Source: an optimization exercise on an open RTL-to-GDS flow (aim: small area, a short achievable clock period and few clock cycles). Production flows keep margins and buffers that such runs may drop.
Only simulation tests tie the RTL to the original design; equivalence was not proved.

v7:
==> flow/design.v (excerpt) <==
module mtr_engine (
    input  wire        clk,
    input  wire        rst,
    input  wire        in_valid,
    output wire        in_ready,
    input  wire        in_op,       
    input  wire [2:0]  in_meter,
    input  wire [31:0] in_now,      
    input  wire [13:0] in_len,      
    input  wire [1:0]  in_pre,      
    input  wire [31:0] in_cir,      
    input  wire [31:0] in_pir,      
    input  wire [23:0] in_cbs,      
    input  wire [23:0] in_pbs,      
    input  wire        in_mode,
    input  wire        in_aware,
    input  wire        in_reset,
    input  wire [7:0]  in_ladj,     
    input  wire [5:0]  in_act,      
    input  wire [5:0]  in_ycls,
    input  wire [5:0]  in_rcls,
    output reg         out_valid,
    output reg  [1:0]  out_colour,
    output reg         out_drop,
    output reg         out_reclass,
    output reg  [5:0]  out_class,
    output reg  [46:0] out_tc,
    output reg  [46:0] out_tp
);
Settings: LEC_CHECK=0, ABC_AREA=1, CAP_MARGIN=45, CORE_MARGIN=2, CORE_UTILIZATION=50, CTS_CLUSTER_DIAMETER=100, CTS_CLUSTER_SIZE=18, SLEW_MARGIN=40; clock period 33.0 ns.
standard.sh (not shown) runs the stock make flow with config.mk's settings and CLKGATE_MAP_FILE= SYNTH_SCRIPT=/design/flow/synth_recipe.tcl, a recipe that flattens the netlist after the stock synthesis.
==> flow/flow/run.sh <==
#!/bin/bash
# The standard layout, with repair_timing asked to leave 24.8 ns of setup slack
# at the design's own clock period, so that it keeps working on paths that
# already meet the clock. Make's output goes to its own log here; each ORFS
# step keeps its own log under orfs/logs.
set -euo pipefail
bash standard.sh SETUP_SLACK_MARGIN=24.8 finish > standard_finish.log 2>&1
Testbench counts of v7, summed over its fixed seeds: cycles 24,032.
--- input diff v7..v26 ---
Settings: clearing CTS_CLUSTER_SIZE, which used to be 18; clearing ABC_AREA, which used to be 1; clearing CTS_CLUSTER_DIAMETER, which used to be 100; swapping 50 for 40 in CORE_UTILIZATION.
==> flow/flow/run.sh <==
#!/bin/bash
# The standard layout, with repair_timing asked to leave 24 ns of setup slack
# at the design's own clock period, so that it keeps working on paths that
# already meet the clock. Make's output goes to its own log here; each ORFS
# step keeps its own log under orfs/logs.
set -euo pipefail
bash standard.sh SETUP_SLACK_MARGIN=24 finish > standard_finish.log 2>&1
Notes after the runs:
The cell count of the worst reg-to-reg path reported for v26 is greater than that of v7 by 7. Sort v26 and v7 by actual transition at the worst max-transition pin desc -> top: v7. v26: simple logic cell fraction of the synthesized area 4.9 points below v7. Clock period minus final worst setup slack up 0.76 ns in v26 wrt v7. v26 closes out successfully: all stages finished, all timing, DRC and antenna checks passed. Diff v7 -> v26 | arithmetic-cell share of the synthesized area counting full adders, half adders and majority gates | increase of 0.47 points.
The following lists how v36 was set up differently from v26:
Settings: swapping 40 for 50 in CORE_UTILIZATION.
==> flow/flow/run.sh <==
#!/bin/bash
# The standard layout, with repair_timing asked to leave 25 ns of setup slack
# at the design's own clock period, so that it keeps working on paths that
# already meet the clock. Make's output goes to its own log here; each ORFS
# step keeps its own log under orfs/logs.
set -euo pipefail
bash standard.sh SETUP_SLACK_MARGIN=25 finish > standard_finish.log 2>&1
==> comparison <==
- Diff v36..v26 | number of distinct library cells after synthesis | unchanged
- Compared with v26, placement density in the core of v36 is higher.
- Design area: v26 and v36 compared, lower one is v26

* * *

Starting RTL as in the previous note.
Design mtr_engine, start of the top module:
module mtr_engine (
    input  wire        clk,
    input  wire        rst,
    input  wire        in_valid,
    output wire        in_ready,
    input  wire        in_op,       
    input  wire [2:0]  in_meter,
    input  wire [31:0] in_now,      
    input  wire [13:0] in_len,      
    input  wire [1:0]  in_pre,      
    input  wire [31:0] in_cir,      
    input  wire [31:0] in_pir,      
    input  wire [23:0] in_cbs,      
    input  wire [23:0] in_pbs,      
    input  wire        in_mode,
    input  wire        in_aware,
    input  wire        in_reset,
    input  wire [7:0]  in_ladj,     
    input  wire [5:0]  in_act,      
    input  wire [5:0]  in_ycls,
    input  wire [5:0]  in_rcls,
    output reg         out_valid,
    output reg  [1:0]  out_colour,
    output reg         out_drop,
    output reg         out_reclass,
    output reg  [5:0]  out_class,
    output reg  [46:0] out_tc,
    output reg  [46:0] out_tp
);
export LEC_CHECK = 0
export CAP_MARGIN = 45
export CORE_MARGIN = 2
export CORE_UTILIZATION = 62
export SLEW_MARGIN = 40
create_clock -name core_clock -period 33.0 [get_ports {clk}]
==> flow/flow/run.sh <==
#!/bin/bash
# The standard layout, with repair_timing asked to leave 24 ns of setup slack
# at the design's own clock period, so that it keeps working on paths that
# already meet the clock. Make's output goes to its own log here; each ORFS
# step keeps its own log under orfs/logs.
set -euo pipefail
bash standard.sh SETUP_SLACK_MARGIN=24 finish > standard_finish.log 2>&1
The baseline produced a clean layout.
Testbench counts at the start, summed over its fixed seeds: cycles 24,032.
Then changed:
==> flow/flow/run.sh (replaced) <==
#!/bin/bash
# The standard layout, with repair_timing asked to leave 24.8 ns of setup slack
# at the design's own clock period, so that it keeps working on paths that
# already meet the clock. Make's output goes to its own log here; each ORFS
# step keeps its own log under orfs/logs.
set -euo pipefail
bash standard.sh SETUP_SLACK_MARGIN=24.8 finish > standard_finish.log 2>&1
- ABC_AREA: unset -> 1
- CORE_UTILIZATION: 62 -> 50
Outcome: Final area is higher by 2.7%; area after synthesis is higher by 2.5%; via count went up by about 5%; hold slack got worse by 13 ps; non-clock buffer count increases by 48; count of clock-buffer cells in the layout increases by 29; clock skew rose by 4.4 ps.

-- what the ideal ports hide --
No port has a modelled driver above. Below, the same layouts with a new extraction and two added sets of constraints.
Step 1, drivers: a clkbuf_16 drives clk and a buf_2 each remaining input, both assumed.
Step 2 times the ports against the registers' clock, not the clock port: input delays grow and output delays shrink by t, the midpoint of the rising clock arrivals with the driver on.
a / b / c = no drivers / after step 1 / after step 2; a / b = the first two.
| run | shift t [ns] | setup WS [ns] | slew at the worst register clock pin (ns) | worst slew at a driven data input, ns |
|---|---|---|---|---|
| v7 | 1.034 | 24.788 / 24.677 / 24.867 | 0.09 / 0.09 | 0.21 |
| v26 | 1.078 | 24.028 / 23.905 / 24.131 | 0.08 / 0.08 | 0.09 |
| v36 | 1.010 | 24.720 / 24.707 / 24.720 | 0.07 / 0.07 | 0.25 |
| the first run of note 2 | 1.013 | 24.021 / 23.917 / 24.217 | 0.08 / 0.08 | 0.15 |
| the second run of note 2 | 1.045 | 24.780 / 24.668 / 24.796 | 0.07 / 0.07 | 0.20 |
After both steps every run listed still meets setup and hold.
